This is an optimization exercise on Yosys and OpenROAD, whose aim is small area and a short achievable clock period, not a production implementation.
Only simulation tests tie the RTL to the original design; equivalence was not proved.

## job 101
Design hdr_merge, start of the top module:
module hdr_merge (
    input  wire        clk,
    input  wire        rst,         
    input  wire        in_valid,
    input  wire        depth,       
    input  wire [1:0]  nexp,        
    input  wire [11:0] code_l,
    input  wire        cg_l,
    input  wire [11:0] code_m,
    input  wire        cg_m,
    input  wire [11:0] code_s,
    input  wire        cg_s,
    input  wire [15:0] dark_l,      
    input  wire [15:0] dark_m,
    input  wire [15:0] dark_s,
    input  wire [31:0] ratio_m,     
    input  wire [31:0] ratio_s,     
    output reg         out_valid,
    output reg  [23:0] lin,
    output reg  [1:0]  lin_src      
);
    wire [18:0] x_l, x_m, x_s;
    hdr_diff u_diff_l (.depth(depth), .code(code_l), .cg(cg_l), .dark(dark_l), .x(x_l));
    hdr_diff u_diff_m (.depth(depth), .code(code_m), .cg(cg_m), .dark(dark_m), .x(x_m));
    hdr_diff u_diff_s (.depth(depth), .code(code_s), .cg(cg_s), .dark(dark_s), .x(x_s));
    wire hi_l = cg_l & ~x_l[18] & (x_l[17] | x_l[16] | (&x_l[15:13]));
    wire hi_m = cg_m & ~x_m[18] & (x_m[17] | x_m[16] | (&x_m[15:13]));
    wire use_l = (nexp[1] == 1'b0) | ~hi_l;
    wire use_m = ~use_l & (nexp == 2'd3) & ~hi_m;
    reg        r1_valid;
    reg [18:0] r1_x;
    reg        r1_cg;
    reg [31:0] r1_ratio;
    reg [1:0]  r1_src;
    always @(posedge clk) begin
        if (rst) r1_valid <= 1'b0;
        else     r1_valid <= in_valid;
        r1_x     <= use_l ? x_l  : use_m ? x_m  : x_s;
        r1_cg    <= use_l ? cg_l : use_m ? cg_m : cg_s;
        r1_ratio <= use_l ? 32'h0001_0000 : use_m ? ratio_m : ratio_s;
        r1_src   <= use_l ? 2'd0 : use_m ? 2'd1 : 2'd2;
    end
    wire [14:0] xq = r1_cg ? r1_x[15:1] : r1_x[18:4];
    wire [14:0] v  = r1_x[18] ? 15'd0 : (r1_cg & (|r1_x[17:16])) ? 15'h7FFF : xq;
    wire [23:0] ca, cb;
    wire        c16, z0, z1;
    hdr_csa u_csa (.v(v), .ratio(r1_ratio), .ca(ca), .cb(cb), .c16(c16), .z0(z0), .z1(z1));
  ...
For scale: ~180 I/O pins.
clock: 13.0 ns
lec_check: 0
cap_margin: 20
core_margin: 2
core_utilization: 50
slew_margin: 20
standard.sh (not shown) runs the stock make flow with config.mk's settings and CLKGATE_MAP_FILE= SYNTH_SCRIPT=/design/flow/synth_recipe.tcl, a recipe that flattens the netlist after the stock synthesis.
==> flow/flow/run.sh <==
#!/bin/bash
set -euo pipefail
MARGIN=$(cat flow/margin.txt)
bash standard.sh finish SETUP_SLACK_MARGIN=$MARGIN > standard_flow.log 2>&1
==> flow/flow/margin.txt <==
7
Job 101 finished every step from synthesis to the final layout, and the layout passed the timing, design-rule and antenna checks.
--- input diff job 101..job 102 ---
==> flow/flow/margin.txt <==
8
--- outcome ---
- In job 102, number of filler cells placed in the layout is lower than in job 101.
- Diff job 101 -> job 102 | multi-input gate area in the final layout | increase of about 8%
- Job 102 ends up with a wire length on met3 that is 930 um higher than in job 101.
- Going from job 101 to job 102, setup slack on the worst flop-to-flop path rose by 570 ps.
--- input diff job 102..job 103 ---
Settings: an added SETUP_SLACK_MARGIN of 5.
==> flow/run.sh (new file) <==
#!/bin/bash
# synth_recipe.tcl (not shown) runs the flow's synth.tcl, then flattens the netlist and writes it again
# the make line also repeats each setting of config.mk as NAME=value (left out here)
make -C /OpenROAD-flow-scripts/flow DESIGN_CONFIG=/design/flow/config.mk WORK_HOME=/design/flow/orfs CLKGATE_MAP_FILE= SYNTH_SCRIPT=/design/flow/synth_recipe.tcl finish
removed: flow/flow/run.sh
removed: flow/flow/margin.txt
removed: flow/standard.sh
Notes after the runs:
The hold slack reported for job 103 is smaller than that of job 102 by 7.4 ps. Compared with job 102, job 103 shows global-route track usage on met1 lower by 2.2 points. Job 102 has a higher highest clock rate than job 103. Against job 102, the final cell area of job 103 is lower. Job 103: share of final layout cell area taken by non-clock buffers 6.2 points below job 102. Job 102 -> job 103: total wire length decreased by more than 10%. Re mux cell area share after synthesis: no difference whatsoever between job 102 and job 103.
Modified inputs, job 104 compared to job 103
Settings: clearing SETUP_SLACK_MARGIN, which used to be 5.
==> flow/flow/run.sh (new file) <==
#!/bin/bash
set -euo pipefail
MARGIN=$(cat flow/margin.txt)
bash standard.sh finish SETUP_SLACK_MARGIN=$MARGIN > standard_flow.log 2>&1
==> flow/flow/margin.txt (new file) <==
9
==> flow/standard.sh (new file) <==
#!/bin/bash
# synth_recipe.tcl (not shown) runs the flow's synth.tcl, then flattens the netlist and writes it again
# the make line also repeats each setting of config.mk as NAME=value (left out here)
make -C /OpenROAD-flow-scripts/flow DESIGN_CONFIG=/design/flow/config.mk WORK_HOME=/design/flow/orfs CLKGATE_MAP_FILE= SYNTH_SCRIPT=/design/flow/synth_recipe.tcl "${@:-finish}"
removed: flow/run.sh
Count of cell types in the netlist came out exactly the same in job 104 and job 103.
Number of global-route vias before repair ended up 2,004 higher on job 104 than on job 103.
Relative to job 103, the fraction of the cycle the final worst path needs of job 104 is lower by 11 points.
Job 103 -> job 104: synthesized cell count delta 0, exact match
Job 104 has ratio of cells with drive above 1 in the final layout above what job 103 had.
Summary: with job 103 as the reference, filler cell count in job 104 moved down by more than 10%.
Number of standard cells in the final layout excluding fillers, job 104 and job 103: smaller value in job 103

---

Another version of the RTL of hdr_merge (not shown whole).
Size: roughly 2,000 cells after synthesis, ~180 I/O pins.
==> flow/config.mk <==
export PLATFORM = sky130hd
export DESIGN_NAME = hdr_merge
export DESIGN_NICKNAME = hdr_merge
export VERILOG_FILES = /design/flow/design.v
export SDC_FILE = /design/flow/constraint.sdc
export NUM_CORES = 4
export LEC_CHECK = 0
export CAP_MARGIN = 20
export CORE_MARGIN = 2
export CORE_UTILIZATION = 50
export SLEW_MARGIN = 20
==> flow/constraint.sdc <==
create_clock -name core_clock -period 13.0 [get_ports {clk}]
set_input_delay 2.6000 -clock core_clock [delete_from_list [all_inputs] [get_ports {clk}]]
set_output_delay 2.6000 -clock core_clock [all_outputs]
set_load 0.01 [all_outputs]
==> flow/flow/run.sh <==
#!/bin/bash
set -euo pipefail
MARGIN=6.5
PORTBUF=sky130_fd_sc_hd__buf_1
POLFIX=1
R=orfs/results/$FLOW_PLATFORM/hdr_merge/base
LIB=$FLOW_HOME/platforms/$FLOW_PLATFORM/lib/sky130_fd_sc_hd__tt_025C_1v80.lib
KNOBS=("SETUP_SLACK_MARGIN=$MARGIN" "BUFFER_PORTS_ARGS=-buffer_cell $PORTBUF")

bash standard.sh synth "${KNOBS[@]}" > synth.log 2>&1
if [[ $POLFIX == 1 ]]; then
  cp $R/1_2_yosys.v 1_2_yosys_standard.v
  python3 flow/polfix.py 1_2_yosys_standard.v polfix.v "$LIB" > polfix.log 2>&1
  cp polfix.v $R/1_2_yosys.v
  rm -f $R/1_synth.odb
  bash standard.sh synth "${KNOBS[@]}" > synth_odb.log 2>&1
fi
bash standard.sh finish "${KNOBS[@]}" > finish.log 2>&1
Other scripts of this flow, unchanged in this note and not shown: flow/flow/polfix.py
==> next run, changes <==
--- a/flow/flow/run.sh
+++ b/flow/flow/run.sh
@@ -1,5 +1,5 @@
 #!/bin/bash
 set -euo pipefail
-MARGIN=6.5
+MARGIN=7
 PORTBUF=sky130_fd_sc_hd__buf_1
 POLFIX=1
The changed run produced a clean layout. Design area grows by 1.8%. Worst hold slack gains 12 ps. Die area is unchanged. Via count went up by 2.2%. Non-clock buffer count went up by 9. Worst setup slack improves by 420 ps. Sequential share of layout area falls by 0.20 points. Wire length grows by 3.1%. Area after synthesis is unchanged. Global-route usage goes up by 0.25 points.
==> next run, changes <==
--- a/flow/flow/run.sh
+++ b/flow/flow/run.sh
@@ -1,10 +1,10 @@
 #!/bin/bash
 set -euo pipefail
-MARGIN=7
+MARGIN=7.25
 PORTBUF=sky130_fd_sc_hd__buf_1
 POLFIX=1
 R=orfs/results/$FLOW_PLATFORM/hdr_merge/base
 LIB=$FLOW_HOME/platforms/$FLOW_PLATFORM/lib/sky130_fd_sc_hd__tt_025C_1v80.lib
-KNOBS=("SETUP_SLACK_MARGIN=$MARGIN" "BUFFER_PORTS_ARGS=-buffer_cell $PORTBUF")
+KNOBS=("SETUP_SLACK_MARGIN=$MARGIN" "BUFFER_PORTS_ARGS=-buffer_cell $PORTBUF" "RECOVER_POWER=100")
 
 bash standard.sh synth "${KNOBS[@]}" > synth.log 2>&1
What happened: The changed run finished with timing, DRC and antenna clean. Utilization grows by 0.67 points. Global-route usage grows by 0.68 points. Die area stays the same. Count of clock-buffer cells in the layout does not change. Setup slack degrades by 2400 ps. Final cell count grows by 0.88%. Hold slack is about the same. Wire length grows by 1.4%. Non-clock buffer count grows by 23. First-iteration DRC count grows by 1.2%.
==> next run, changes <==
--- a/flow/flow/run.sh
+++ b/flow/flow/run.sh
@@ -1,10 +1,10 @@
 #!/bin/bash
 set -euo pipefail
-MARGIN=7.25
+MARGIN=7.4
 PORTBUF=sky130_fd_sc_hd__buf_1
 POLFIX=1
 R=orfs/results/$FLOW_PLATFORM/hdr_merge/base
 LIB=$FLOW_HOME/platforms/$FLOW_PLATFORM/lib/sky130_fd_sc_hd__tt_025C_1v80.lib
-KNOBS=("SETUP_SLACK_MARGIN=$MARGIN" "BUFFER_PORTS_ARGS=-buffer_cell $PORTBUF" "RECOVER_POWER=100")
+KNOBS=("SETUP_SLACK_MARGIN=$MARGIN" "BUFFER_PORTS_ARGS=-buffer_cell $PORTBUF")
 
 bash standard.sh synth "${KNOBS[@]}" > synth.log 2>&1
Result: Non-clock buffer count climbs by 57. Cell count climbs by a few percent. Routed wire length goes up by a few percent. Critical path depth decreases by 5. Cell area rises by a little under a tenth.

afterwards: timing with drivers on the ports:
In the flow no input, the clock included, has a driving cell. The finished layouts below were timed again as built, in two steps. Step 1, drivers: a clkbuf_16 drives clk and a buf_2 each remaining input, both assumed. Step 2 also shifts input and output timing later by t, the mid clock arrival at the registers, as if the neighbouring blocks saw the same clock. Slacks: ideal ports / drivers / drivers and shift; pairs: ideal ports / drivers.
| run | t, ns | setup WS [ns] | slew at the worst register clock pin (ns) |
|---|---|---|---|
| job 101 | 0.434 | 6.994 / 6.942 / 6.692 | 0.08 / 0.08 |
| job 102 | 0.420 | 7.140 / 7.089 / 6.889 | 0.08 / 0.08 |
| job 103 | 0.437 | 5.663 / 5.610 / 5.877 | 0.08 / 0.08 |
| job 104 | 0.423 | 7.031 / 6.977 / 6.978 | 0.08 / 0.08 |
| the first run of note 2 | 0.436 | 6.724 / 6.724 / 6.339 | 0.08 / 0.08 |
| the second run of note 2 | 0.428 | 7.144 / 7.132 / 6.704 | 0.09 / 0.09 |
| the third run of note 2 | 0.455 | 4.715 / 4.715 / 4.715 | 0.09 / 0.09 |
| the fourth run of note 2 | 0.440 | 7.474 / 7.490 / 7.051 | 0.08 / 0.08 |
After both steps every run listed still meets setup and hold. For the second run of note 2, which loses most, drivers alone change the setup slack by -0.012 ns; drivers and shift together by -0.440 ns.
